This is an optimization exercise on Yosys and OpenROAD, whose aim is small area, a short achievable clock period and few clock cycles, not a production implementation. In this exercise RTL edits were held to simulation tests only and were not proved equivalent to the original.

`config.mk`:
```
export PLATFORM = sky130hd
export DESIGN_NAME = kk7_combiner
export DESIGN_NICKNAME = kk7_combiner
export VERILOG_FILES = /design/flow/design.v
export SDC_FILE = /design/flow/constraint.sdc
export NUM_CORES = 4
export LEC_CHECK = 0
export ABC_AREA = 1
export CAP_MARGIN = 20
export CORE_MARGIN = 2
export CORE_UTILIZATION = 40
export SLEW_MARGIN = 20
```
`constraint.sdc`:
```
create_clock -name core_clock -period 38.0 [get_ports {clk}]
set_input_delay 7.6000 -clock core_clock [delete_from_list [all_inputs] [get_ports {clk}]]
set_output_delay 7.6000 -clock core_clock [all_outputs]
set_load 0.01 [all_outputs]
```
`design.v`:
```
module kk7_comb_add (
    input  wire [31:0] y,
    input  wire        y_nz,        
    input  wire        skip,
    input  wire        us,
    input  wire [8:0]  ueb,
    input  wire [27:0] um,
    output wire [31:0] r,
    output wire        r_nz         
);
    integer i;
    wire        ys    = y[31];
    wire [7:0]  yf    = y[30:23];
    wire        y_sp  = &yf;                        
    wire        y_nan = y_sp && (y[22:0] != 23'd0);
    wire [8:0]  yeb   = {1'b0, yf[7:1], yf[0] | !y_nz};
    wire [27:0] ym    = {y_nz, y[22:0], 4'b0000};
    wire        eff_sub = us ^ ys;
    wire [9:0]  d1    = {1'b0, ueb} - {1'b0, yeb};
    wire [9:0]  d2    = {1'b0, yeb} - {1'b0, ueb};
    wire        dneg  = d1[9];                      
    wire        d0    = (d1 == 10'd0);
    wire        swap0 = d0 && eff_sub && (ym > um);
    wire [27:0] m_b   = dneg ? ym : um;             
    wire [27:0] m_s   = dneg ? um : ym;             
    wire [8:0]  e_big = dneg ? yeb : ueb;
    wire        s_r   = (dneg || swap0) ? ys : us;
    wire [9:0]  dab   = dneg ? d2 : d1;
    wire [4:0]  sh    = (dab[9:5] != 5'd0) ? 5'd31 : dab[4:0];
    wire [30:0] s_sh  = {m_s, 3'b000} >> sh;
    reg  [27:0] lowmask;
    always @* begin
        for (i = 0; i < 28; i = i + 1)
            lowmask[i] = ({27'd0, sh} >= i + 3);
    end
    wire        jam   = |(m_s & lowmask);
    wire [31:0] b_w   = {1'b0, m_b, 3'b000};
    wire [31:0] s_w   = {1'b0, s_sh[30:1], jam};
    wire [32:0] t_c   = {b_w, 1'b1} + {s_w ^ {32{eff_sub}}, eff_sub && !swap0};
    wire [31:0] sum   = t_c[32:1] ^ {32{swap0}};
    reg  [31:0] lim;
    always @* begin
        for (i = 0; i < 32; i = i + 1)
            lim[i] = (e_big == 9'd31 - i);
    end
    wire [31:0] sum_l = sum | lim;
    reg  [4:0]  lz;
    always @* begin
        lz = 5'd0;
        for (i = 0; i < 32; i = i + 1)
            if (sum_l[i]) lz = 5'd31 - i[4:0];
    end
    wire [31:0] nrm  = sum << lz;
    wire [23:0] mant = nrm[31:8];
    wire        inc  = nrm[7] & ((|nrm[6:0]) | mant[0]);
    wire [9:0]  fld0 = {1'b0, e_big} - {5'd0, lz} + {9'd0, mant[23]};
    wire [32:0] pk   = {fld0, mant[22:0]} + {32'd0, inc};
    wire        ovf  = (fld0 >= 10'd255) || ((fld0 == 10'd254) && inc && (&mant[22:0]));
    wire        zero = (sum == 32'd0);
    wire        pass = skip || y_sp;
    wire [31:0] r_sp = (skip || !y_nan) ? y : 32'h7FC0_0000;
    wire [31:0] r_nm = zero ? 32'h0000_0000 :
                       ovf  ? {s_r, 8'hFF, 23'd0} : {s_r, pk[30:0]};
    assign r = pass ? r_sp : r_nm;
    assign r_nz = pass ? (y_nz || (y_nan && !skip)) :
                         (!zero && (ovf || (fld0 != 10'd0) || (inc && (&mant[22:0]))));
endmodule
module kk7_combiner (
    input  wire         clk,
    input  wire         rst,
    input  wire         in_valid,
    output wire         in_ready,
    input  wire [31:0]  in_y,        
    input  wire         in_acc,      
    input  wire         in_ofmt,     
    input  wire         in_align,    
    input  wire         in_nan,      
    input  wire [199:0] in_s,        
    input  wire [63:0]  in_code,     
    input  wire [79:0]  in_ea,       
    output wire         out_valid,
    input  wire         out_ready,
    output wire [31:0]  out_y,
    output wire         out_ovf      
);
    integer i;
    reg        busy;        
    reg  [7:1] rem;         
    reg        rdy;         
    reg  [1:0] pend;        
    wire codes_equal = (in_code[15:8]  == in_code[7:0]) && (in_code[23:16] == in_code[7:0]) &&
                       (in_code[31:24] == in_code[7:0]) && (in_code[39:32] == in_code[7:0]) &&
                       (in_code[47:40] == in_code[7:0]) && (in_code[55:48] == in_code[7:0]) &&
                       (in_code[63:56] == in_code[7:0]);
    wire in_fused = in_align && codes_equal && (in_code[7:0] != 8'h00) && (in_code[7:0] != 8'hFF);
    reg  any_ff;
    reg  [7:1] act;
    always @* begin
        any_ff = in_nan;
        for (i = 0; i < 8; i = i + 1)
            any_ff = any_ff | (in_code[8*i +: 8] == 8'hFF);
        for (i = 1; i < 8; i = i + 1)
            act[i] = (in_code[8*i +: 8] != 8'h00) && (in_s[25*i +: 25] != 25'd0);
    end
    wire [7:1] rem_low  = rem & ~(rem - 7'd1);    
    wire [7:1] rem_rest = rem & (rem - 7'd1);
    wire       rem_many = (rem_rest != 7'd0);
    wire first  = !busy && in_valid;
    wire accept = busy && rdy;                     
    wire fetch  = first || (busy && (rem_many || rdy));
    wire [7:0] sel = busy ? {rem_low, 1'b0} : 8'd1;    
    wire       j_real = first || (rem != 7'd0);    
    wire       deliver = out_valid && out_ready;
    wire [7:1] rem_nx  = first ? (any_ff ? 7'd0 : act) :
                         (busy && rem_many) ? rem_rest :
                         accept ? 7'd0 : rem;
    wire       busy_nx = first || (busy && !accept);
    wire [1:0] pend_nx = pend + {1'b0, accept} - {1'b0, deliver};
    reg        fused_q;     
    always @(posedge clk) begin
        if (rst) begin
            busy <= 1'b0;
            rem  <= 7'd0;
            rdy  <= 1'b0;
            pend <= 2'd0;
        end else begin
            busy <= busy_nx;
            rem  <= rem_nx;
            rdy  <= busy && !accept && (!rem_many || ((rem_rest & (rem_rest - 7'd1)) == 7'd0)) &&
                    !pend_nx[1];
            pend <= pend_nx;
        end
        if (first) fused_q <= in_fused;
    end
    assign in_ready = rdy;
    reg [24:0] s_sel;
    reg [7:0]  code_sel;
    reg [9:0]  ea_sel;
    always @* begin
        s_sel = 25'd0; code_sel = 8'd0; ea_sel = 10'd0;
        for (i = 0; i < 8; i = i + 1) begin
            s_sel    = s_sel    | (in_s[25*i +: 25] & {25{sel[i]}});
            code_sel = code_sel | (in_code[8*i +: 8] & {8{sel[i]}});
            ea_sel   = ea_sel   | (in_ea[10*i +: 10] & {10{sel[i]}});
        end
    end
    reg        t_v, t_first, t_last, t_real, t_fused, t_ofmt, t_nan;
    reg [24:0] t_s;
    reg [7:0]  t_code;
    reg [9:0]  t_ea;
    always @(posedge clk) begin
        if (rst) begin
            t_v <= 1'b0; t_first <= 1'b0; t_last <= 1'b0;
        end else begin
            t_v     <= fetch;
            t_first <= first;
            t_last  <= accept;
        end
        t_real  <= fetch && j_real;
        t_fused <= first ? in_fused : fused_q;
        t_ofmt  <= in_ofmt;
        t_nan   <= any_ff;
        t_s     <= s_sel;
        t_code  <= code_sel;
        t_ea    <= ea_sel;
    end
    reg  [27:0] acc;        
    reg  [10:0] x0;         
    wire signed [10:0] x_j = $signed({3'b000, t_code}) - 11'sd127 + $signed({t_ea[9], t_ea});
    wire [27:0] s_ext   = t_real ? {{3{t_s[24]}}, t_s} : 28'd0;
    wire [27:0] acc_nx  = (t_first ? 28'd0 : acc) + s_ext;
    wire [27:0] val     = t_fused ? acc_nx : s_ext;
    wire signed [10:0] x = (t_fused && !t_first) ? x0 : x_j;
    wire        emit    = t_v && (t_fused ? t_last : (t_real && t_code != 8'h00));
    always @(posedge clk) begin
        acc <= acc_nx;
        if (t_first) x0 <= x_j;
    end
    wire        p_sign = val[27];
    wire [27:0] p_mag  = p_sign ? -val : val;
    wire signed [11:0] p_q = $signed({x[10], x}) + 12'sd153;
    wire        p_neg  = p_q[11];
    reg  [27:0] p_lim;
    always @* begin
        for (i = 0; i < 28; i = i + 1)
            p_lim[i] = (p_q == 27 - i);
    end
    wire [27:0] p_ml   = p_mag | p_lim;
    reg  [4:0]  p_lz;
    always @* begin
        p_lz = 5'd0;
        for (i = 0; i < 28; i = i + 1)
            if (p_ml[i]) p_lz = 5'd27 - i[4:0];
    end
    wire [4:0]  p_rs   = (p_q < -12'sd31) ? 5'd31 : -p_q[4:0];
    wire [4:0]  p_rot  = p_neg ? -p_rs : p_lz;       
    reg  [31:0] p_rv [0:5];
    integer k;
    always @* begin
        p_rv[0] = {4'b0000, p_mag};
        for (k = 0; k < 5; k = k + 1)
            p_rv[k+1] = p_rot[k] ? ((p_rv[k] << (1 << k)) | (p_rv[k] >> (32 - (1 << k)))) : p_rv[k];
    end
    reg  [31:0] p_wrap;
    always @* begin
        for (i = 0; i < 32; i = i + 1)
            p_wrap[i] = p_neg && ({27'd0, p_rs} >= 32 - i);
    end
    wire        p_jam  = |(p_rv[5] & p_wrap);
    wire [27:0] p_m    = (p_rv[5][27:0] & ~p_wrap[27:0]) | {27'd0, p_jam};
    wire signed [12:0] p_eb = $signed({{2{x[10]}}, x}) + 13'sd154 - $signed({8'd0, p_lz});
    wire [8:0]  p_e    = p_neg ? 9'd1 : (p_eb > 13'sd256) ? 9'd256 : p_eb[8:0];
    reg        u_skip, u_last, u_sign, u_ofmt, u_nan;
    reg [8:0]  u_eb;
    reg [27:0] u_m;
    always @(posedge clk) begin
        if (rst) begin
            u_skip <= 1'b1; u_last <= 1'b0;
        end else begin
            u_skip <= !emit || (val == 28'd0);
            u_last <= t_v && t_last;
        end
        u_sign <= p_sign;
        u_eb   <= p_e;
        u_m    <= p_m;
        u_ofmt <= t_ofmt;
        u_nan  <= t_nan;
    end
    reg  [31:0] y;
    reg         y_nz;       
    wire [31:0] y_nx;
    wire        y_nz_nx;
    kk7_comb_add u_add (
        .y    (y),
        .y_nz (y_nz),
        .skip (u_skip),
        .us   (u_sign),
        .ueb  (u_eb),
        .um   (u_m),
        .r    (y_nx),
        .r_nz (y_nz_nx)
    );
    reg        r_v, r_ofmt, r_nan;
    reg [31:0] r_y;
    reg        o_v, o_ovf;
    reg [31:0] o_y;
    wire       o_free = !o_v || out_ready;
    always @(posedge clk) begin
        if (t_v && t_first) begin
            y    <= in_acc ? in_y : 32'h0000_0000;
            y_nz <= in_acc && (in_y[30:23] != 8'd0);
        end else begin
            y    <= y_nx;
            y_nz <= y_nz_nx;
        end
        if (rst) begin
            r_v <= 1'b0;
            o_v <= 1'b0;
        end else begin
            r_v <= u_last || (r_v && !o_free);
            o_v <= r_v || (o_v && !out_ready);
        end
        if (u_last) begin
            r_y    <= y_nx;
            r_ofmt <= u_ofmt;
            r_nan  <= u_nan;
        end
        if (r_v && o_free) begin
            o_y   <= res;
            o_ovf <= ovf;
        end
    end
    wire        y_is_nan = (r_y[30:23] == 8'hFF) && (r_y[22:0] != 23'd0);
    wire [15:0] bf_rnd   = r_y[31:16] + {15'd0, r_y[15] & ((|r_y[14:0]) | r_y[16])};
    wire [15:0] bf       = y_is_nan ? 16'h7FC0 : bf_rnd;
    wire [31:0] res      = r_nan  ? (r_ofmt ? 32'h0000_7FC0 : 32'h7FC0_0000) :
                           r_ofmt ? {16'h0000, bf} : r_y;
    wire        ovf      = r_ofmt ? (res[14:0] == 15'h7F80) : (res[30:0] == 31'h7F80_0000);
    assign out_valid = o_v;
    assign out_y     = o_y;
    assign out_ovf   = o_ovf;
endmodule
```
`flow/run.sh`:
```
#!/bin/bash
# Standard layout, with timing repair asked to aim well below the clock period.
bash standard.sh SETUP_SLACK_MARGIN=27.5 finish > standard.log 2>&1
```
`standard.sh`:
```
#!/bin/bash
# synth_recipe.tcl (not shown) runs the flow's synth.tcl, then flattens the netlist and writes it again
# the make line also repeats each setting of config.mk as NAME=value (left out here)
make -C /OpenROAD-flow-scripts/flow DESIGN_CONFIG=/design/flow/config.mk WORK_HOME=/design/flow/orfs CLKGATE_MAP_FILE= SYNTH_SCRIPT=/design/flow/synth_recipe.tcl "${@:-finish}"
```
==> flow_metrics.tcl, run 1 <==
set metrics [dict create \
    status "no timing/DRC/antenna violations" \
    place_congestion 1.102 \
    synth_area_leaders "nand2_1 (16%), nand3_1 (12%), dfxtp_1 (11%), inv_1 (8.4%), edfxtp_1 (8.0%)" \
    initial_core_util_pct 40.17 \
    drt-initial-drc-count 3768 \
    die_w_um 276.7 \
    cts_tree "built" \
    synth_top_family_by_area "simple AND/OR/NAND/NOR gates" \
    worstSkewPairLatency_ns 0.58 \
    end_kind "flop" \
    ys_types 74 \
    fp.dieH_um 276.7 \
    synth_simple_gate_area_share_pct 40.61 \
    antenna_found_initial 12 \
    holdBufCountCts 0 \
    slew_headroom_pct 17.93 \
    port_buffers 418 \
    fp-row-count 100 \
    cts_buffer_depth 3 \
    hold_depth 0 \
    drt_wl_total_mm 143.5 \
    multi_input_area_um2 21720 \
    cpMaxStageDelayCell "nor4_1" \
    crit_cells 10 \
    synth_compound_area_share_pct 15.26 \
    worstMarginPinSlew_ns 1.220 \
    synth_top_area_cell "nand2_1" \
    dr_total_vias 36320 \
    clock-sinks 244 \
    drt_pass1_iterations 6 \
    synth-xor-area-share_pct 5.913 \
    rsz0062_at_grt "false" \
    synth-edff-count 79 \
    final_common_cell "nand2_1" \
    finalSetupViolations 0 \
    setup-tns-final_ns 0 \
    cp-startpoint "in_code[1]" \
    cts-root-buf "clkbuf_16" \
    skew_ns 0.02956 \
    hold_class "reg2reg" \
    post-place-cells 6189 \
    stdcell_count 6372 \
    crit_family "buffers and inverters" \
    slew_violations 0 \
    crit_arrival_ns 10.45 \
    routedWlPerCell_um 22.52 \
    syn-cell-area_um2 29750 \
    synth_cells 4956 \
    postSynthAreaPerCell_um2 6.004 \
    synthArstFlopShare_pct 0 \
    synthMuxAreaShare_pct 0 \
    grt_max_degree 49 \
    ff2ff_path_depth 78 \
    ant_nets 0 \
    yosys_most_used_dff "dfxtp_1" \
    cp_max_fo 9 \
    crit_path_start_kind "primary input" \
    track_usage_pct 35.16 \
    viasPerCell 5.699 \
    yosysWarnings 3 \
    drive_gt1_share_pct 9.644 \
    pin_count 419 \
    place_hpwl_mm 114.2 \
    core_um2 74070 \
    fin_crit_sh_pct 26.43 \
    cp_num_buf_inv 3 \
    regArea_um2 5680 \
    numCtsBuffers 27 \
    grt_pass1_wl_mm 208.2 \
    clkSlewWorstSetupHoldPaths_ns 0.06 \
    critical_path.cell_chain "clkdlybuf4s50_1, clkinv_1, nor4_1, a21oi_1, o31ai_1, a211oi_1, nand2_1, inv_1, o311ai_0, a31oi_1" \
    finalHoldViolations 0 \
    cp.required_ns 38.40 \
    synthToLayoutAreaGrowth_pct 27.51 \
    cap_violations 0 \
    final_cell_mix "nand2_1 (1,225), nand3_1 (689), inv_1 (658)" \
    nets 5917 \
    rr_endpoint "r_y[3]" \
    drc 0 \
    ys_ff_latch 244 \
    grt_remaining_overflow 0 \
    ff2ff_setup_slack_ns 27.99 \
    htreeDepth 1 \
    synth_top_area_share_pct 15.87 \
    synth_seq_area_share_pct 19.07 \
    reg2reg_from "y_nz" \
    path_class "in2reg" \
    cpPeakStageDelay_ns 0.63 \
    nFillCells 7715 \
    grt_pass1_vias 34410 \
    die-area_um2 76580 \
    period_needed_ns 10.05 \
    max_clock_freq_mhz 99.55 \
    synth_nets 5501 \
    synthAdderAreaFrac_pct 6.922 \
    worstSetupEndpoint "rem[2]" \
]
[sequential cells by signal, indices dropped and copies added (netlist names), 2 cells and up]
register / count
x0: 11
t_code: 8
u_eb: 9
acc: 28
o_y: 32
pend: 2
t_ea: 10
u_m: 28
t_s: 25
r_y: 32
rem: 7
y: 32
[per-layer routing]
metal	vias up	global-route usage [%]	part of all wire [%]
li1	17430	-	-
met1	16600	40.03	37
met2	1788	61.14	48
met3	498	4.142	6.3
met4	2	25.18	8.3
met5	-	0	0.0098
[kinds of logic (layout without fill, tap and decap cells)]
family	count (synthesis)	in the layout
flops	244	244
fa+ha+maj	161	161
simple gates	2732	2745
xor+xnor	200	200
buf+inv	888	1311
other cells	0	11
compound gates	731	731
[worst min path at each step]
stage	start	end	slack, ns
after floorplan	t_nan	u_nan	0.31
after global placement	t_nan	u_nan	0.31
after detailed placement	t_nan	u_nan	0.32
after CTS	t_nan	u_nan	0.34
after global routing	t_nan	u_nan	0.35
final	t_nan	u_nan	0.33
[what timing repair did]
action,4_1_cts,5_1_grt
endpoints found under the setup margin,63,100
pin swaps,11,76
gates cloned,13,14
buffers inserted,15,81
resized for setup,84,240
[area by class of cell]
| type | instances | share of cell area, % |
|---|---|---|
| timing repair inverter | 5 | 0.1055 |
| clock buffer | 33 | 1.923 |
| tap | 969 | 3.196 |
| clock inverter | 16 | 0.5277 |
| timing repair buffer | 560 | 14.81 |
| sequential | 244 | 14.97 |
| inverter | 697 | 7.150 |
| antenna | 11 | 0.07255 |
| multi-input combinational | 3837 | 57.24 |
[per-stage QoR]
stage	instance area [um2]	hold slack, ns	util, %	setup slack [ns]
finish	37940	0.3304	51.22	27.95
global route	37930	0.3473	51.21	27.39
floorplan	29750	0.3096	-	28.31
detailed placement	34480	0.3204	46.55	25.29
CTS	36050	0.3366	48.67	27.52
global placement	34480	0.3126	46.55	25.43
[synthesized netlist by cell type, drive strengths merged (3+ instances only)]
library cell	count
clkbuf	110
o21a	10
o221ai	58
a31oi	24
nor3	68
o22ai	35
nor2	423
or4	3
ha	155
o211ai	9
edfxtp	79
o21ai	277
and2	3
a21oi	204
dlygate4sd1	5
nand2	1285
o31ai	8
buf	76
nand4	82
nand3b	15
inv	688
a221oi	38
clkinv	9
a211oi	9
dfxtp	165
or2	17
fa	6
nor4	96
xnor2	55
o21bai	11
a21boi	7
a31o	3
xor2	145
nand3	735
a22oi	21
Testbench counts, summed over its fixed seeds: cycles 32,572.
==> run 2, diff against run 1 <==
==> flow/run.sh (replaced) <==
#!/bin/bash
# Standard layout, with timing repair asked to aim well below the clock period.
bash standard.sh SETUP_SLACK_MARGIN=28.5 finish > standard.log 2>&1
==> flow_metrics.tcl, run 2 <==
set metrics [dict create \
    crit_arrival_ns 10.09 \
    drt-initial-drc-count 3886 \
    synth_seq_area_share_pct 19.07 \
    top_regs "o_y x32, r_y x32, y x32" \
    crit_family "simple AND/OR/NAND/NOR gates" \
    yosysMostFrequentCell "nand2_1" \
    synthToLayoutAreaGrowth_pct 32.27 \
    cp_num_buf_inv 11 \
    clock-sinks 244 \
    place_hpwl_mm 110.7 \
    antenna_found_initial 15 \
    synthArstFlopShare_pct 0 \
    synth_top_family_by_area "simple AND/OR/NAND/NOR gates" \
    numCtsBuffers 27 \
    yosys_most_used_dff "dfxtp_1" \
    cpMaxStageDelayCell "fa_2" \
    rsz0062_at_grt "true" \
    synth-edff-count 79 \
    final_cell_mix "nand2_1 (1,179), nand3_1 (687), inv_1 (651)" \
    cts_buffer_depth 3 \
    ys_types 74 \
    period_needed_ns 9.807 \
    ant_nets 0 \
    dp_worst_setup_slack_ns 25.22 \
    wl_met3_mm 9.707 \
    ys_ff_latch 244 \
    cap_violations 0 \
    routedWlPerCell_um 22.33 \
    post-place-cells 6188 \
    htreeDepth 1 \
    top_layer "met5" \
    hold_class "reg2reg" \
    cts-root-buf "clkbuf_16" \
    synth_top_area_share_pct 15.87 \
    synth_area_leaders "nand2_1 (16%), nand3_1 (12%), dfxtp_1 (11%), inv_1 (8.4%), edfxtp_1 (8.0%)" \
    grt_remaining_overflow 0 \
    port_buffers 418 \
    synthTopCellsByCount "nand2_1 (1,258), nand3_1 (724), inv_1 (666)" \
    setup-tns-final_ns 0 \
    track_usage_pct 35.26 \
    whs_ns 0.3324 \
    fp.dieH_um 276.7 \
    drc 0 \
    drive_gt1_share_pct 12.39 \
    die-area_um2 76580 \
    synthMuxAreaShare_pct 0 \
    wl_met2_mm 68.25 \
    wl_met1_mm 53.30 \
    finalSetupViolations 0 \
    final_util_pct 53.13 \
    synth_cells 4956 \
    core_um2 74070 \
    final_common_cell "nand2_1" \
    initial_core_util_pct 40.17 \
    drt_pass1_iterations 7 \
    clkSlewWorstSetupHoldPaths_ns 0.07 \
    worstMarginPinSlew_ns 1.185 \
    pin_count 419 \
    grt_max_degree 49 \
    place_congestion 1.074 \
    synth_compound_area_share_pct 15.26 \
    yosysWarnings 3 \
    grt_pass1_wl_mm 209.9 \
    path_class "reg2reg" \
    synth_nets 5501 \
    crit_path_frequent_cell "nand2_2" \
    fin_area_um2 39350 \
    synth-xor-area-share_pct 5.913 \
    crit_path_start_kind "flop" \
    setup_ws_ns 28.19 \
    finalHoldViolations 0 \
    slew_violations 0 \
    die_w_um 276.7 \
    skew_ns 0.03189 \
    synthAdderAreaFrac_pct 6.922 \
    drt_wl_total_mm 143.5 \
    syn-cell-area_um2 29750 \
    cp_max_fo 16 \
    dr_total_vias 37010 \
    status "no timing/DRC/antenna violations" \
    stdcell_count 6426 \
    fp-row-count 100 \
    cts_tree "built" \
    holdBufCountCts 0 \
    cpPeakStageDelay_ns 0.39 \
    cp.required_ns 38.29 \
    synth_top_area_cell "nand2_1" \
    synth_simple_gate_area_share_pct 40.61 \
    viasPerCell 5.760 \
    nFillCells 7582 \
    nets 5971 \
    max_clock_freq_mhz 102.0 \
    end_kind "flop" \
    slew_headroom_pct 20.24 \
    postSynthAreaPerCell_um2 6.004 \
    placed_area_um2 34480 \
    worstSkewPairLatency_ns 0.57 \
    grt_pass1_vias 35460 \
    fin_crit_sh_pct 25.81 \
]
-- run 2: cell types whose count changed in the layout (fill, tap and decap cells not counted), sizes merged, moves of 2 or more --
cell	previous run	this run
bufbuf	3	6
clkinv	16	19
nand2	1298	1300
dlymetal6s2s	0	3
clkdlybuf4s50	418	412
clkbuf	38	35
buf	134	182
dlygate4sd2	0	2
-- run 2: final cells by class --
| class | instances | area [um2] | share of cell area (%) |
|---|---|---|---|
| multi-input combinational | 3839 | 22540 | 57.26 |
| timing repair buffer | 608 | 6131 | 15.58 |
| sequential | 244 | 5683 | 14.44 |
| inverter | 697 | 2760 | 7.014 |
| tap | 969 | 1212 | 3.081 |
| clock buffer | 33 | 748.2 | 1.901 |
| clock inverter | 16 | 176.4 | 0.4483 |
| timing repair inverter | 9 | 80.08 | 0.2035 |
| antenna | 11 | 27.53 | 0.06995 |
-- run 2: worst paths after layout --
path / startpoint / to / slack [ns] / depth (start not counted)
max: y_nz / r_y[6] / 28.19 / 75
min: t_nan / u_nan / 0.33 / 0
min reg2reg: t_nan / u_nan / 0.33 / 0
max reg2reg: y_nz / r_y[6] / 28.19 / 75
-- run 2: timing repair --
| action | 4_1_cts | 5_1_grt |
|---|---|---|
| endpoints found under the hold margin | 0 | 0 |
| buffers inserted | 75 | 68 |
| cloned | 25 | 10 |
| setup endpoints to repair | 92 | 108 |
| resized for setup | 259 | 267 |
| pin swaps | 57 | 90 |
-- run 2: logic make-up (layout without fill, tap and decap cells) --
group | count (synthesis) | after routing
other cells | 0 | 11
fa+ha+maj | 161 | 161
buf+inv | 888 | 1363
xor+xnor | 200 | 200
compound gates | 731 | 731
flops | 244 | 244
simple gates | 2732 | 2747
-- run 2: worst reg2reg max path, delay by kind of cell (launching register included) --
kind | cells | cell delay, ns
buf+inv | 11 | 1.20
simple gates | 45 | 4.73
fa+ha+maj | 5 | 1.41
xor+xnor | 3 | 0.44
compound gates | 11 | 1.47
flops | 1 | 0.33
-- run 2: metal layers --
metal	vias to the layer above	global-route usage [%]
met2	1918	61.58
met1	16990	40.41
met4	4	24.41
met3	554	3.889
li1	17550	-
met5	-	0
==> run 3, diff against run 2 <==
==> flow/run.sh (replaced) <==
#!/bin/bash
# Standard layout: every port buffered with buf_1, and timing repair asked to
# aim well below the clock period.
bash standard.sh SETUP_SLACK_MARGIN=27.5 "BUFFER_PORTS_ARGS=-buffer_cell sky130_fd_sc_hd__buf_1" finish > standard.log 2>&1
--- a/config.mk
+++ b/config.mk
@@ -8,5 +8,5 @@
 export ABC_AREA = 1
 export CAP_MARGIN = 20
 export CORE_MARGIN = 2
-export CORE_UTILIZATION = 40
+export CORE_UTILIZATION = 55
 export SLEW_MARGIN = 20
==> flow_metrics.tcl, run 3 <==
set metrics [dict create \
    dr_total_vias 37400 \
    reg2reg_from "u_eb[5]" \
    final_cell_mix "nand2_1 (1,232), nand3_1 (705), inv_1 (661)" \
    post-place-cells 5910 \
    core_um2 53600 \
    final_util_pct 64.26 \
    cts_buffer_depth 3 \
    nets 5892 \
    crit_family "simple AND/OR/NAND/NOR gates" \
    setup_ws_ns 27.87 \
    initial_core_util_pct 55.51 \
    end_kind "flop" \
    clkSlewWorstSetupHoldPaths_ns 0.07 \
    cp_max_fo 19 \
    yosys_most_used_dff "dfxtp_1" \
    top_regs "o_y x32, r_y x32, y x32" \
    use_met3_pct 6.284 \
    cts-root-buf "clkbuf_16" \
    synthArstFlopShare_pct 0 \
    rsz0062_at_grt "false" \
    ys_types 74 \
    fp-row-count 85 \
    setup-tns-final_ns 0 \
    drc 0 \
    crit_path_start_kind "flop" \
    synth_top_area_share_pct 15.87 \
    synth_cells 4956 \
    crit_arrival_ns 10.61 \
    syn-cell-area_um2 29750 \
    cp_num_buf_inv 15 \
    worstMarginPinSlew_ns 1.210 \
    antenna_found_initial 7 \
    synth_top_area_cell "nand2_1" \
    synthToLayoutAreaGrowth_pct 15.77 \
    track_usage_pct 42.81 \
    hp-start "t_ofmt" \
    max_clock_freq_mhz 98.75 \
    fin_crit_sh_pct 26.65 \
    cts_tree "built" \
    stdcell_count 6070 \
    crit_path_frequent_cell "nand2_2" \
    clock-sinks 244 \
    grt_busiest_layer "met2" \
    cpMaxStageDelayCell "ha_2" \
    cap_violations 0 \
    cpPeakStageDelay_ns 0.39 \
    yosysWarnings 3 \
    status "no timing/DRC/antenna violations" \
    cp.required_ns 38.49 \
    die-area_um2 55970 \
    grt_max_degree 49 \
    hold_class "reg2reg" \
    viasPerCell 6.161 \
    synth_seq_area_share_pct 19.07 \
    fin_area_um2 34450 \
    final_common_cell "nand2_1" \
    synth_area_leaders "nand2_1 (16%), nand3_1 (12%), dfxtp_1 (11%), inv_1 (8.4%), edfxtp_1 (8.0%)" \
    grt_remaining_overflow 0 \
    dp_worst_setup_slack_ns 25.31 \
    die_w_um 236.6 \
    place_congestion 1.075 \
    finalHoldViolations 0 \
    fp.dieH_um 236.6 \
    ant_nets 0 \
    drt_wl_total_mm 129.0 \
    pin_count 419 \
    port_buffers 418 \
    synth-edff-count 79 \
    skew_ns 0.01665 \
    synthTopCellsByCount "nand2_1 (1,258), nand3_1 (724), inv_1 (666)" \
    synth_nets 5501 \
    postSynthAreaPerCell_um2 6.004 \
    period_needed_ns 10.13 \
    grt_pass1_wl_mm 189.1 \
    place_hpwl_mm 98.50 \
    slew_violations 0 \
    drt_pass1_iterations 13 \
    htreeDepth 1 \
    worstSkewPairLatency_ns 0.56 \
    drt-initial-drc-count 4732 \
    grt_pass1_vias 33620 \
    finalSetupViolations 0 \
    path_class "reg2reg" \
    placed_area_um2 31480 \
    ys_ff_latch 244 \
    routedWlPerCell_um 21.25 \
    groute.layer.met2.usage_pct 70.34 \
    yosysMostFrequentCell "nand2_1" \
    met1_usage_pct 50.43 \
    cp-startpoint "u_eb[5]" \
    slew_headroom_pct 18.58 \
    numCtsBuffers 25 \
    drive_gt1_share_pct 8.257 \
]
==> run 3: final timing paths <==
check           end  slack, ns  depth (start not counted)
min          u_ofmt       0.33                          0
max           y[13]      27.87                         63
min reg2reg  u_ofmt       0.33                          0
max reg2reg   y[13]      27.87                         63
==> run 3: cell type report <==
class | instances | area, um2
repair buffers | 536 | 2809
multi-input cells | 3838 | 21570
well taps | 696 | 870.8
clock buffers | 36 | 696.9
repair inverters | 5 | 40.04
diodes | 9 | 22.52
inverters | 697 | 2706
clock inverters | 9 | 47.55
flip-flops and latches | 244 | 5679
fillers | 5174 | 19160
==> run 3: cell families after synthesis <==
logic type                 synth area share (%)
AOI/OAI and AO/OA                         15.27
xor gates and xnor gates                  5.913
adders and majority gates                 6.922
buffers and inverters                     12.22
DFF                                       19.07
and+or+nand+nor                           40.61
==> run 3: metrics by stage <==
| step | hold slack (ns) |
|---|---|
| after floorplan | 0.3096 |
| after global placement | 0.3117 |
| after detailed placement | 0.3147 |
| after CTS | 0.3286 |
| after global routing | 0.3422 |
| final | 0.3282 |
==> run 3: timing repair <==
item / in CTS / in global routing
resized for setup: 72 / 198
pin swaps: 10 / 45
hold buffers: 0 / 0
gates cloned: 11 / 18
buffers inserted: 11 / 66
endpoints found under the setup margin: 63 / 96
==> run 3: layer usage <==
layer	share of wire (%)	vias up
met3	9.5	708
li1	-	17400
met1	36	16810
met2	45	2475
met5	0	-
met4	9.9	0
==> run 4, diff against run 3 <==
--- a/config.mk
+++ b/config.mk
@@ -5,8 +5,7 @@
 export SDC_FILE = /design/flow/constraint.sdc
 export NUM_CORES = 4
 export LEC_CHECK = 0
-export ABC_AREA = 1
 export CAP_MARGIN = 20
 export CORE_MARGIN = 2
-export CORE_UTILIZATION = 55
+export CORE_UTILIZATION = 40
 export SLEW_MARGIN = 20
==> flow_metrics.tcl, run 4 <==
set metrics [dict create \
    worstMarginPinSlew_ns 1.109 \
    wl_met3_mm 16.63 \
    grt_pass1_vias 38490 \
    end_kind "flop" \
    cp.required_ns 38.28 \
    drc 0 \
    finalHoldViolations 0 \
    core_um2 82240 \
    period_needed_ns 10.78 \
    synth_top_area_cell "dfxtp_1" \
    stdcell_count 6232 \
    fp-row-count 105 \
    synthToLayoutAreaGrowth_pct 24.66 \
    placed_area_um2 35710 \
    cpPeakStageDelay_ns 0.49 \
    place_hpwl_mm 125.7 \
    cts_buffer_depth 3 \
    yosysMostFrequentCell "nand2_1" \
    wl_met1_mm 65.29 \
    synthTopCellsByCount "nand2_1 (497), nor2_1 (459), a21oi_1 (378)" \
    htreeDepth 1 \
    fin_area_um2 41440 \
    holdBufCountCts 0 \
    nFillCells 8207 \
    rsz0062_at_grt "true" \
    whs_ns 0.3344 \
    cts_tree "built" \
    synthArstFlopShare_pct 0 \
    cpMaxStageDelayCell "mux4_2" \
    track_usage_pct 36.51 \
    crit_arrival_ns 11.06 \
    skew_ns 0.01502 \
    slew_violations 0 \
    fin_crit_sh_pct 28.37 \
    grt_remaining_overflow 0 \
    fp.dieH_um 292.3 \
    synth_top_area_share_pct 9.937 \
    crit_path_frequent_cell "a21oi_2" \
    postSynthAreaPerCell_um2 7.138 \
    worstSkewPairLatency_ns 0.59 \
    finalSetupViolations 0 \
    final_common_cell "nand2_1" \
    cts-root-buf "clkbuf_16" \
    die-area_um2 85430 \
    post-place-cells 5952 \
    path_class "reg2reg" \
    multi_input_area_um2 28470 \
    crit_path_start_kind "flop" \
    port_buffers 418 \
    initial_core_util_pct 40.42 \
    synth_cells 4657 \
    setup-tns-final_ns 0 \
    die_w_um 292.3 \
    regArea_um2 5695 \
    synth_area_leaders "dfxtp_1 (9.9%), edfxtp_1 (7.1%), ha_1 (5.8%), a21oi_1 (5.7%), nand2_1 (5.6%)" \
    hold_class "reg2reg" \
    ant_nets 0 \
    cap_violations 0 \
    ys_ff_latch 244 \
    final_cell_mix "nand2_1 (485), nor2_1 (440), buf_1 (418)" \
    yosysWarnings 3 \
    clkSlewWorstSetupHoldPaths_ns 0.07 \
    wl_met2_mm 73.70 \
    synth_seq_area_share_pct 17.07 \
    top_regs "o_y x32, r_y x32, y x32" \
    synth-edff-count 79 \
    max_clock_freq_mhz 92.77 \
    pin_count 419 \
    clock-sinks 244 \
    drt_wl_total_mm 165.8 \
    dr_total_vias 41470 \
    grt_max_degree 87 \
    drt_pass1_iterations 14 \
    place_congestion 1.023 \
    slew_headroom_pct 25.48 \
    synth_nets 5202 \
    grt_pass1_wl_mm 243.2 \
    drt-initial-drc-count 5403 \
    syn-cell-area_um2 33240 \
    numCtsBuffers 29 \
    drive_gt1_share_pct 16.63 \
    ys_types 136 \
    viasPerCell 6.654 \
    top_layer "met5" \
    cp_max_fo 6 \
    status "no timing/DRC/antenna violations" \
    routedWlPerCell_um 26.60 \
    yosys_most_used_dff "dfxtp_1" \
    antenna_found_initial 6 \
    nets 5681 \
]
## run 4: cell types whose count changed after synthesis, moves of 72 or more
cell / delta
a211oi_1: +72
a21o_1: +76
a21oi_1: +181
and3_1: +81
clkbuf_1: +87
inv_1: -502
mux2i_1: +115
nand2_1: -761
nand3_1: -567
nor3_1: +77
xnor2_1: +99
## run 4: cell families (layout without fill, tap and decap cells)
| family | Yosys count | after routing | share of synthesized area (%) |
|---|---|---|---|
| other | 0 | 3 | 0 |
| DFF | 244 | 244 | 17.07 |
| muxes | 148 | 148 | 4.946 |
| adders and majority gates | 163 | 163 | 6.256 |
| and+or+nand+nor | 1871 | 1878 | 27.92 |
| AOI/OAI and AO/OA | 1543 | 1547 | 31.85 |
| xor gates and xnor gates | 237 | 237 | 6.312 |
| buffers and inverters | 451 | 942 | 5.635 |
## run 4: path summary, 6_finish.rpt
check / slack [ns] / startpoint / end / cells after the start
setup reg to reg: 27.22 / y_nz / r_y[24] / 62
setup / recovery: 27.22 / y_nz / r_y[24] / 62
hold reg to reg: 0.33 / t_ofmt / u_ofmt / 0
hold / removal: 0.33 / t_ofmt / u_ofmt / 0
## run 4: layer usage
layer	up-vias	global-route usage [%]
met1	19650	47.08
li1	18650	-
met5	-	0
met4	4	17.70
met2	2601	58.36
met3	570	7.193
## run 4: timing repair
action | CTS | global route
pin swaps | 113 | 110
setup buffers | 130 | 71
gates resized for setup | 324 | 217
setup endpoints to repair | 63 | 73
cloned | 19 | 3
## run 4: per-stage QoR
step                      setup WS [ns]  util (%)
after detailed placement          23.88     43.42
after global placement            24.27     43.42
after CTS                         27.46     48.27
after floorplan                   27.54         -
after global routing              26.81     50.39
final                             27.22     50.39
## run 4: cell type report
| type | count | area share, % |
|---|---|---|
| diodes | 3 | 0.01812 |
| clock buffers | 32 | 1.851 |
| clock inverters | 22 | 0.4801 |
| inverters | 173 | 1.597 |
| multi-input cells | 3973 | 68.71 |
| flip-flops and latches | 244 | 13.74 |
| well taps | 1070 | 3.231 |
| repair buffers | 714 | 10.35 |
| repair inverters | 1 | 0.01510 |
## run 4: critical path: cells and delay by family (launching register included)
kind / cells / cell delay (ns)
mux: 2 / 0.64
simple gates: 13 / 1.83
compound gates: 27 / 4.40
fa+ha+maj: 5 / 1.26
buf+inv: 14 / 1.80
flops: 1 / 0.35
xor+xnor: 1 / 0.14
==> run 5, diff against run 4 <==
--- a/config.mk
+++ b/config.mk
@@ -5,6 +5,7 @@
 export SDC_FILE = /design/flow/constraint.sdc
 export NUM_CORES = 4
 export LEC_CHECK = 0
+export ABC_AREA = 1
 export CAP_MARGIN = 20
 export CORE_MARGIN = 2
 export CORE_UTILIZATION = 40
==> flow_metrics.tcl, run 5 <==
set metrics [dict create \
    synthTopCellsByCount "nand2_1 (1,258), nand3_1 (724), inv_1 (666)" \
    pin_count 419 \
    placed_area_um2 31890 \
    cpMaxStageDelayCell "dfxtp_2" \
    numCtsBuffers 26 \
    status "no timing/DRC/antenna violations" \
    cts-root-buf "clkbuf_16" \
    synthToLayoutAreaGrowth_pct 17.32 \
    synth_top_area_cell "nand2_1" \
    whs_ns 0.3352 \
    yosysWarnings 3 \
    drc 0 \
    final_util_pct 47.13 \
    rsz0062_at_grt "false" \
    initial_core_util_pct 40.17 \
    final_cell_mix "nand2_1 (1,237), nand3_1 (711), inv_1 (659)" \
    ys_ff_latch 244 \
    drt_pass1_iterations 6 \
    port_buffers 418 \
    grt_remaining_overflow 0 \
    drt-initial-drc-count 3662 \
    grt_max_degree 49 \
    period_needed_ns 9.909 \
    syn-cell-area_um2 29750 \
    grt_pass1_vias 33450 \
    slew_violations 0 \
    place_congestion 1.072 \
    skew_ns 0.01287 \
    die_w_um 276.7 \
    fp-row-count 100 \
    routedWlPerCell_um 21.49 \
    synth_top_area_share_pct 15.87 \
    core_um2 74070 \
    fin_area_um2 34910 \
    cap_violations 0 \
    synthArstFlopShare_pct 0 \
    crit_path_start_kind "flop" \
    setup-tns-final_ns 0 \
    fin_crit_sh_pct 26.08 \
    cts_tree "built" \
    synth_nets 5501 \
    dp_worst_setup_slack_ns 25.27 \
    cp.required_ns 38.31 \
    htreeDepth 1 \
    cp_max_fo 22 \
    yosys_most_used_dff "dfxtp_1" \
    slew_headroom_pct 25.28 \
    fp.dieH_um 276.7 \
    viasPerCell 5.721 \
    clkSlewWorstSetupHoldPaths_ns 0.07 \
    cts_buffer_depth 3 \
    max_clock_freq_mhz 100.9 \
    end_kind "flop" \
    regArea_um2 5679 \
    synth_area_leaders "nand2_1 (16%), nand3_1 (12%), dfxtp_1 (11%), inv_1 (8.4%), edfxtp_1 (8.0%)" \
    nets 5904 \
    ys_types 74 \
    dr_total_vias 36360 \
    cpPeakStageDelay_ns 0.34 \
    synth-edff-count 79 \
    synth_seq_area_share_pct 19.07 \
    postSynthAreaPerCell_um2 6.004 \
    setup_ws_ns 28.09 \
    finalHoldViolations 0 \
    multi_input_area_um2 21580 \
    synth_cells 4956 \
    worstMarginPinSlew_ns 1.111 \
    grt_pass1_wl_mm 198.4 \
    hold_class "reg2reg" \
    worstSkewPairLatency_ns 0.58 \
    final_common_cell "nand2_1" \
    crit_path_frequent_cell "nand2_2" \
    track_usage_pct 33.26 \
    place_hpwl_mm 107.5 \
    clock-sinks 244 \
    die-area_um2 76580 \
    nFillCells 8045 \
    finalSetupViolations 0 \
    crit_arrival_ns 10.22 \
    path_class "reg2reg" \
    ant_nets 0 \
    yosysMostFrequentCell "nand2_1" \
    drive_gt1_share_pct 8.570 \
    top_regs "o_y x32, r_y x32, y x32" \
    antenna_found_initial 8 \
    drt_wl_total_mm 136.6 \
]
[run 5: cell types whose count changed after synthesis, sizes merged, moves of 102 or more]
cell,before,now
nand2,500,1285
a21oi,381,204
xnor2,157,55
mux2i,117,0
inv,170,688
nand3,159,735
[run 5: area by class of cell]
cell class	instances	area share, %
diodes	7	0.05018
clock buffers	28	1.946
clock inverters	20	0.5484
inverters	697	7.692
multi-input cells	3840	61.81
flip-flops and latches	244	16.27
well taps	969	3.473
repair buffers	546	8.130
repair inverters	4	0.07527
[run 5: worst paths after layout]
path | startpoint | to | slack, ns | cells after the start
max reg2reg | y_nz | r_y[8] | 28.09 | 73
max | y_nz | r_y[8] | 28.09 | 73
min | t_nan | u_nan | 0.34 | 0
min reg2reg | t_nan | u_nan | 0.34 | 0
[run 5: through the flow]
stage | instances
finish | 6355
global route | 6355
CTS | 6267
detailed placement | 6191
global placement | 6191
floorplan | 4956
[run 5: per-layer routing]
layer	vias up	GRT usage (%)	share of wire, %
met3	509	3.493	6.3
met2	1778	56.07	46
met4	2	26.38	9.4
met1	16640	38.59	38
li1	17430	-	-
met5	-	0	0.0095
[run 5: timing repair]
action	in CTS	in global routing
pin swaps	13	42
resized for setup	69	194
setup endpoints to repair	63	100
hold buffers	0	0
cloned	14	16
buffers inserted	14	64
[run 5: cell families after synthesis]
| kind of cell | count (synthesis) | synth area share [%] |
|---|---|---|
| buffers and inverters | 888 | 12.22 |
| AOI/OAI and AO/OA | 731 | 15.27 |
| xor gates and xnor gates | 200 | 5.913 |
| adders and majority gates | 161 | 6.922 |
| DFF | 244 | 19.07 |
| and+or+nand+nor | 2732 | 40.61 |
[run 5: worst max-delay path: cells and delay by family (launching register included)]
| family | cells | cell delay [ns] |
|---|---|---|
| AND/OR/NAND/NOR | 37 | 4.12 |
| AO/OA/AOI/OAI | 17 | 2.19 |
| adder cells (fa/ha/maj) | 5 | 1.37 |
| buffers and inverters | 12 | 1.32 |
| flip-flops | 1 | 0.34 |
| XOR/XNOR | 2 | 0.26 |
==> run 6, diff against run 5 <==
--- a/config.mk
+++ b/config.mk
@@ -9,4 +9,5 @@
 export CAP_MARGIN = 20
 export CORE_MARGIN = 2
 export CORE_UTILIZATION = 40
+export CTS_BUF_LIST = sky130_fd_sc_hd__clkbuf_4 sky130_fd_sc_hd__clkbuf_8
 export SLEW_MARGIN = 20
==> flow_metrics.tcl, run 6 <==
set metrics [dict create \
    crit_cells 75 \
    finalSetupViolations 0 \
    place_hpwl_mm 107.5 \
    port_buffers 418 \
    postSynthAreaPerCell_um2 6.004 \
    nets 5917 \
    fp-row-count 100 \
    synthToLayoutAreaGrowth_pct 17.19 \
    numCtsBuffers 42 \
    place_congestion 1.072 \
    synth_cells 4956 \
    yosysMostFrequentCell "nand2_1" \
    yosys_most_used_dff "dfxtp_1" \
    die_w_um 276.7 \
    whs_ns 0.3251 \
    die-area_um2 76580 \
    end_kind "flop" \
    synthArstFlopShare_pct 0 \
    final_common_cell "nand2_1" \
    cts-root-buf "clkbuf_8" \
    max_clock_freq_mhz 100.8 \
    drt_pass1_iterations 7 \
    skew_ns 0.04369 \
    initial_core_util_pct 40.17 \
    grt_max_degree 49 \
    drt-initial-drc-count 3867 \
    ant_nets 0 \
    slew_violations 0 \
    fp.dieH_um 276.7 \
    htreeDepth 2 \
    grt_pass1_wl_mm 198.9 \
    cpMaxStageDelayCell "a31oi_1" \
    status "no timing/DRC/antenna violations" \
    pin_count 419 \
    routedWlPerCell_um 21.49 \
    hold_class "reg2reg" \
    crit_path_start_kind "flop" \
    dr_total_vias 36400 \
    ys_types 74 \
    clock-sinks 244 \
    final_cell_mix "nand2_1 (1,238), nand3_1 (709), inv_1 (658)" \
    ys_ff_latch 244 \
    cp_num_buf_inv 9 \
    fin_crit_sh_pct 26.11 \
    core_um2 74070 \
    synth_top_area_share_pct 15.87 \
    setup-tns-final_ns 0 \
    crit_path_frequent_cell "nand2_1" \
    ff2ff_path_depth 75 \
    cp.required_ns 38.36 \
    cap_violations 0 \
    drc 0 \
    top_regs "o_y x32, r_y x32, y x32" \
    synth_area_leaders "nand2_1 (16%), nand3_1 (12%), dfxtp_1 (11%), inv_1 (8.4%), edfxtp_1 (8.0%)" \
    clkSlewWorstSetupHoldPaths_ns 0.07 \
    cpPeakStageDelay_ns 0.42 \
    drive_gt1_share_pct 9.019 \
    grt_pass1_vias 33590 \
    worstSkewPairLatency_ns 0.64 \
    slew_headroom_pct 32.00 \
    syn-cell-area_um2 29750 \
    synth_top_area_cell "nand2_1" \
    crit_family "simple AND/OR/NAND/NOR gates" \
    path_class "reg2reg" \
    worstMarginPinSlew_ns 1.018 \
    cts_buffer_depth 3 \
    drt_wl_total_mm 137.0 \
    synth_nets 5501 \
    synth_seq_area_share_pct 19.07 \
    viasPerCell 5.708 \
    synthTopCellsByCount "nand2_1 (1,258), nand3_1 (724), inv_1 (666)" \
    ff2ff_setup_slack_ns 28.08 \
    cts_tree "built" \
    cp_max_fo 11 \
    nFillCells 8042 \
    synth-edff-count 79 \
    crit_arrival_ns 10.28 \
    hold_depth 0 \
    track_usage_pct 33.47 \
    finalHoldViolations 0 \
    grt_remaining_overflow 0 \
    period_needed_ns 9.922 \
    antenna_found_initial 8 \
    yosysWarnings 3 \
    rsz0062_at_grt "false" \
]
run 6: cell counts after synthesis:
No cell type changed its count.
run 6: metal layers:
metal  wire, um  GRT usage (%)  share of wire [%]
met5          0              0                  0
met2      63550          56.35                 46
met3       8595          3.864                6.3
met4      12910          26.88                9.4
met1      51980          38.56                 38
run 6: cell type report:
class                      count  area, um2  area share [%]
clock inverter                 7      100.1          0.2871
timing repair inverter         4      28.78         0.08253
clock buffer                  65      775.7           2.225
sequential                   244       5679           16.29
antenna                        8      20.02         0.05741
inverter                     697       2685           7.701
timing repair buffer         543       2811           8.063
tap                          969       1212           3.477
multi-input combinational   3840      21560           61.82
run 6: repair_timing:
item / CTS / global route
cloned: 14 / 16
setup endpoints to repair: 63 / 100
setup buffers: 13 / 62
resized for setup: 66 / 196
pin swaps: 13 / 49
hold buffers: 0 / 0
run 6: worst register-to-register path, delay by kind of cell, from the launching register on:
family	cells	cell delay (ns)
buffers and inverters	9	1.04
DFF	1	0.34
AOI/OAI and AO/OA	11	1.68
adders and majority gates	5	1.41
xor gates and xnor gates	3	0.45
and+or+nand+nor	47	4.75
run 6: final timing paths:
| path | to | start |
|---|---|---|
| setup / recovery | r_y[14] | y_nz |
| hold / removal | u_nan | t_nan |
| setup reg to reg | r_y[14] | y_nz |
| hold reg to reg | u_nan | t_nan |
run 6: cell families after synthesis:
logic type,count (synthesis),synth area share (%)
fa+ha+maj,161,6.922
buf+inv,888,12.22
flops,244,19.07
xor+xnor,200,5.913
compound gates,731,15.27
simple gates,2732,40.61
run 6: through the flow:
stage               worst slack (ns)  instance area (um2)  std cells  utilization, %
global placement               25.42                31880       6191           43.04
finish                         28.08                34870       6377           47.07
global route                   27.39                34870       6377           47.07
CTS                            27.51                33340       6290           45.02
floorplan                      28.31                29750       4956               -
detailed placement             25.27                31890       6191           43.05
==> run 7, diff against run 6 <==
--- a/config.mk
+++ b/config.mk
@@ -9,5 +9,5 @@
 export CAP_MARGIN = 20
 export CORE_MARGIN = 2
 export CORE_UTILIZATION = 40
-export CTS_BUF_LIST = sky130_fd_sc_hd__clkbuf_4 sky130_fd_sc_hd__clkbuf_8
 export SLEW_MARGIN = 20
+export TNS_END_PERCENT = 0
==> flow_metrics.tcl, run 7 <==
set metrics [dict create \
    status "no timing/DRC/antenna violations" \
    grt_busiest_layer "met2" \
    final_cell_mix "nand2_1 (1,242), nand3_1 (712), inv_1 (661)" \
    met1_usage_pct 38.59 \
    dp_worst_setup_slack_ns 25.27 \
    synth_seq_area_share_pct 19.07 \
    synth_top_area_cell "nand2_1" \
    groute.layer.met2.usage_pct 56.07 \
    fp-row-count 100 \
    synthArstFlopShare_pct 0 \
    drc 0 \
    max_clock_freq_mhz 100.3 \
    cp_max_fo 14 \
    slew_violations 0 \
    yosysMostFrequentCell "nand2_1" \
    cap_violations 0 \
    grt_max_degree 49 \
    ys_ff_latch 244 \
    synth_nets 5501 \
    crit_path_start_kind "flop" \
    period_needed_ns 9.973 \
    crit_arrival_ns 10.29 \
    skew_ns 0.01649 \
    htreeDepth 1 \
    ys_types 74 \
    use_met3_pct 3.493 \
    drt_wl_total_mm 135.8 \
    fin_area_um2 34640 \
    finalSetupViolations 0 \
    cpPeakStageDelay_ns 0.40 \
    yosysWarnings 3 \
    die-area_um2 76580 \
    die_w_um 276.7 \
    viasPerCell 5.696 \
    rsz0062_at_grt "true" \
    fin_crit_sh_pct 26.24 \
    drt-initial-drc-count 3737 \
    whs_ns 0.3352 \
    pin_count 419 \
    top_regs "o_y x32, r_y x32, y x32" \
    clock-sinks 244 \
    drive_gt1_share_pct 7.982 \
    synthToLayoutAreaGrowth_pct 16.42 \
    ant_nets 0 \
    fp.dieH_um 276.7 \
    nFillCells 8082 \
    worstSkewPairLatency_ns 0.58 \
    path_class "reg2reg" \
    routedWlPerCell_um 21.42 \
    clkSlewWorstSetupHoldPaths_ns 0.07 \
    cts_buffer_depth 3 \
    placed_area_um2 31890 \
    synth_area_leaders "nand2_1 (16%), nand3_1 (12%), dfxtp_1 (11%), inv_1 (8.4%), edfxtp_1 (8.0%)" \
    holdBufCountCts 0 \
    port_buffers 418 \
    yosys_most_used_dff "dfxtp_1" \
    cp.required_ns 38.32 \
    synthTopCellsByCount "nand2_1 (1,258), nand3_1 (724), inv_1 (666)" \
    core_um2 74070 \
    end_kind "flop" \
    syn-cell-area_um2 29750 \
    cts-root-buf "clkbuf_16" \
    numCtsBuffers 26 \
    nets 5887 \
    dr_total_vias 36100 \
    grt_pass1_vias 33450 \
    setup_ws_ns 28.03 \
    grt_pass1_wl_mm 198.4 \
    antenna_found_initial 8 \
    worstMarginPinSlew_ns 1.130 \
    place_hpwl_mm 107.5 \
    postSynthAreaPerCell_um2 6.004 \
    synth_top_area_share_pct 15.87 \
    place_congestion 1.072 \
    cpMaxStageDelayCell "ha_2" \
    grt_remaining_overflow 0 \
    finalHoldViolations 0 \
    slew_headroom_pct 23.95 \
    crit_path_frequent_cell "nand2_1" \
    cp_num_buf_inv 10 \
    crit_family "simple AND/OR/NAND/NOR gates" \
    synth_cells 4956 \
    track_usage_pct 33.26 \
    final_common_cell "nand2_1" \
    drt_pass1_iterations 8 \
    hold_class "reg2reg" \
    synth-edff-count 79 \
    setup-tns-final_ns 0 \
    cts_tree "built" \
    initial_core_util_pct 40.17 \
]
## run 7: path summary, 6_finish.rpt
path,start,endpoint,slack (ns),cells after the start
setup / recovery,u_eb[5],r_y[8],28.03,70
hold / removal,t_nan,u_nan,0.34,0
setup reg to reg,u_eb[5],r_y[8],28.03,70
hold reg to reg,t_nan,u_nan,0.34,0
## run 7: metal layers
metal,wire (um),vias up
li1,-,17380
met1,51770,16490
met2,62630,1710
met3,8354,515
met4,13000,2
met5,13,-
## run 7: kinds of logic after synthesis
kind of cell	Yosys count	synth area share (%)
AOI/OAI and AO/OA	731	15.27
and+or+nand+nor	2732	40.61
buffers and inverters	888	12.22
DFF	244	19.07
adders and majority gates	161	6.922
xor gates and xnor gates	200	5.913
## run 7: cell type report
class	count	area [um2]	share of cell area, %
Clock buffer	28	679.4	1.961
Multi-Input combinational cell	3838	21450	61.91
Inverter	697	2683	7.744
Sequential cell	244	5679	16.40
Timing Repair Buffer	531	2704	7.806
Tap cell	969	1212	3.500
Clock inverter	20	191.4	0.5526
Timing Repair inverter	4	26.28	0.07585
Antenna cell	7	17.52	0.05057
## run 7: through the flow
| step | utilization, % | cells |
|---|---|---|
| final | 46.77 | 6338 |
| after global routing | 46.77 | 6338 |
| after CTS | 45.03 | 6267 |
| after detailed placement | 43.05 | 6191 |
| after global placement | 43.04 | 6191 |
| after floorplan | - | 4956 |
## run 7: repair_timing
item,CTS,global route
pin swaps,13,36
gates resized for setup,69,166
cloned,14,13
setup endpoints to repair,63,100
buffers inserted,14,50
==> run 8, diff against run 7 <==
--- a/config.mk
+++ b/config.mk
@@ -10,4 +10,4 @@
 export CORE_MARGIN = 2
 export CORE_UTILIZATION = 40
 export SLEW_MARGIN = 20
-export TNS_END_PERCENT = 0
+export TNS_END_PERCENT = 20
==> flow_metrics.tcl, run 8 <==
set metrics [dict create \
    cpMaxStageDelayCell "dfxtp_2" \
    worstSkewPairLatency_ns 0.58 \
    ys_ff_latch 244 \
    cpPeakStageDelay_ns 0.34 \
    status "no timing/DRC/antenna violations" \
    final_common_cell "nand2_1" \
    crit_path_start_kind "flop" \
    core_um2 74070 \
    cp.required_ns 38.52 \
    yosysMostFrequentCell "nand2_1" \
    cts_buffer_depth 3 \
    grt_max_degree 49 \
    final_cell_mix "nand2_1 (1,237), nand3_1 (711), inv_1 (660)" \
    synthArstFlopShare_pct 0 \
    finalHoldViolations 0 \
    grt_pass1_wl_mm 198.4 \
    path_class "reg2reg" \
    skew_ns 0.01521 \
    htreeDepth 1 \
    place_hpwl_mm 107.5 \
    routedWlPerCell_um 21.43 \
    hold_class "reg2reg" \
    drc 0 \
    nFillCells 8051 \
    end_kind "flop" \
    syn-cell-area_um2 29750 \
    ant_nets 0 \
    post-place-cells 6191 \
    synth_top_area_cell "nand2_1" \
    drt-initial-drc-count 3781 \
    slew_headroom_pct 27.02 \
    top_regs "o_y x32, r_y x32, y x32" \
    drt_pass1_iterations 6 \
    drive_gt1_share_pct 8.499 \
    synth_area_leaders "nand2_1 (16%), nand3_1 (12%), dfxtp_1 (11%), inv_1 (8.4%), edfxtp_1 (8.0%)" \
    rsz0062_at_grt "true" \
    crit_path_frequent_cell "nand2_1" \
    die-area_um2 76580 \
    clkSlewWorstSetupHoldPaths_ns 0.07 \
    synth-edff-count 79 \
    stdcell_count 6353 \
    synth_top_area_share_pct 15.87 \
    worstMarginPinSlew_ns 1.085 \
    cap_violations 0 \
    setup-tns-final_ns 0 \
    fp-row-count 100 \
    place_congestion 1.072 \
    synth_cells 4956 \
    fp.dieH_um 276.7 \
    viasPerCell 5.701 \
    dr_total_vias 36220 \
    antenna_found_initial 8 \
    initial_core_util_pct 40.17 \
    synthTopCellsByCount "nand2_1 (1,258), nand3_1 (724), inv_1 (666)" \
    yosysWarnings 3 \
    drt_wl_total_mm 136.2 \
    max_clock_freq_mhz 100.9 \
    pin_count 419 \
    slew_violations 0 \
    clock-sinks 244 \
    grt_pass1_vias 33450 \
    cts-root-buf "clkbuf_16" \
    nets 5902 \
    die_w_um 276.7 \
    synth_seq_area_share_pct 19.07 \
    ys_types 74 \
    postSynthAreaPerCell_um2 6.004 \
    finalSetupViolations 0 \
    track_usage_pct 33.26 \
    fin_crit_sh_pct 26.09 \
    synthToLayoutAreaGrowth_pct 17.25 \
    crit_arrival_ns 10.44 \
    numCtsBuffers 26 \
    cts_tree "built" \
    yosys_most_used_dff "dfxtp_1" \
    port_buffers 418 \
    cp_max_fo 22 \
    synth_nets 5501 \
    grt_remaining_overflow 0 \
    period_needed_ns 9.916 \
]
==> run 8: cell counts after synthesis <==
Identical to the previous run, type by type.
==> run 8: worst max-delay path, delay by kind of cell, from the launching register on <==
kind / cells / cell delay [ns]
and+or+nand+nor: 43 / 4.41
buffers and inverters: 12 / 1.33
DFF: 1 / 0.34
xor gates and xnor gates: 2 / 0.41
AOI/OAI and AO/OA: 16 / 1.97
adders and majority gates: 5 / 1.34
==> run 8: path summary, 6_finish.rpt <==
kind                            startpoint  endpoint  slack (ns)  cells past startpoint
worst max-delay path                  y_nz      y[7]       28.08                     78
worst min-delay path                 t_nan     u_nan        0.34                      0
worst max register to register        y_nz      y[7]       28.08                     78
worst min register to register       t_nan     u_nan        0.34                      0
==> run 8: final cells by class <==
class	count	area, um2	share of cell area, %
Clock buffer	28	679.4	1.947
Sequential cell	244	5679	16.28
Antenna cell	7	17.52	0.05021
Inverter	697	2685	7.696
Clock inverter	20	191.4	0.5487
Timing Repair inverter	4	26.28	0.07531
Multi-Input combinational cell	3840	21570	61.84
Tap cell	969	1212	3.475
Timing Repair Buffer	544	2823	8.091
==> run 8: per-layer routing <==
layer | GRT usage (%) | share of wire, % | vias up | routed length [um]
li1 | - | - | 17420 | -
met1 | 38.59 | 38 | 16460 | 51730
met2 | 56.07 | 46 | 1823 | 62760
met3 | 3.493 | 6.4 | 512 | 8673
met4 | 26.38 | 9.5 | 2 | 12990
met5 | 0 | 0.0095 | - | 13
==> run 8: per-stage QoR <==
stage | util [%] | hold slack, ns | cell area (um2) | setup slack (ns)
final | 47.10 | 0.3351 | 34890 | 28.08
after global routing | 47.10 | 0.3398 | 34890 | 27.33
after CTS | 45.03 | 0.3364 | 33360 | 27.50
after detailed placement | 43.05 | 0.3212 | 31890 | 25.27
after global placement | 43.04 | 0.3162 | 31880 | 25.42
after floorplan | - | 0.3096 | 29750 | 28.31
==> run 8: cell families after synthesis <==
logic type	Yosys count	synth area share (%)
buffers and inverters	888	12.22
flip-flops	244	19.07
adder cells (fa/ha/maj)	161	6.922
AO/OA/AOI/OAI	731	15.27
AND/OR/NAND/NOR	2732	40.61
XOR/XNOR	200	5.913
==> run 8: repair_timing <==
item | in CTS | in global routing
resized for setup | 69 | 192
buffers inserted | 14 | 62
cloned | 14 | 16
setup endpoints to repair | 63 | 100
hold buffers | 0 | 0
pin swaps | 13 | 42

-- static timing again, ports no longer ideal --
The results above use ideal ports. As a check the final layouts listed here were re-extracted and re-timed, cells and wires unchanged. Step 1 assumes that a clkbuf_16 drives the clock port and a buf_2 every other input. Step 2 adds t to the input delays and takes it off the output delays; t is the mean of the earliest and latest rising clock arrival at the registers after step 1. Input paths then give back, and output paths get back, about the clock's delay inside the block. a / b / c = ideal / step 1 / step 2; a / b = the first two.
| run | t, ns | setup slack, ns | hold slack, ns | slew at the worst register clock pin (ns) | worst slew at a driven data input, ns |
|---|---|---|---|---|---|
| run 1 | 0.620 | 27.955 / 27.979 / 27.359 | 0.330 / 0.330 / 0.330 | 0.08 / 0.08 | 0.16 |
| run 2 | 0.619 | 28.193 / 28.193 / 28.037 | 0.332 / 0.332 / 0.332 | 0.07 / 0.07 | 0.16 |
| run 3 | 0.607 | 27.874 / 27.874 / 27.874 | 0.328 / 0.328 / 0.328 | 0.07 / 0.07 | 0.13 |
| run 4 | 0.649 | 27.221 / 27.221 / 27.221 | 0.334 / 0.334 / 0.334 | 0.07 / 0.07 | 0.13 |
| run 5 | 0.632 | 28.091 / 28.091 / 27.785 | 0.335 / 0.335 / 0.335 | 0.07 / 0.07 | 0.16 |
| run 6 | 0.675 | 28.078 / 28.078 / 27.786 | 0.325 / 0.325 / 0.325 | 0.08 / 0.08 | 0.16 |
| run 7 | 0.631 | 28.028 / 28.028 / 27.774 | 0.335 / 0.335 / 0.335 | 0.07 / 0.07 | 0.16 |
| run 8 | 0.635 | 28.084 / 28.084 / 27.781 | 0.335 / 0.335 / 0.335 | 0.07 / 0.07 | 0.16 |
After both steps every run listed still meets setup and hold. For run 1, which loses most, drivers alone change the setup slack by +0.024 ns; drivers and shift together by -0.596 ns.
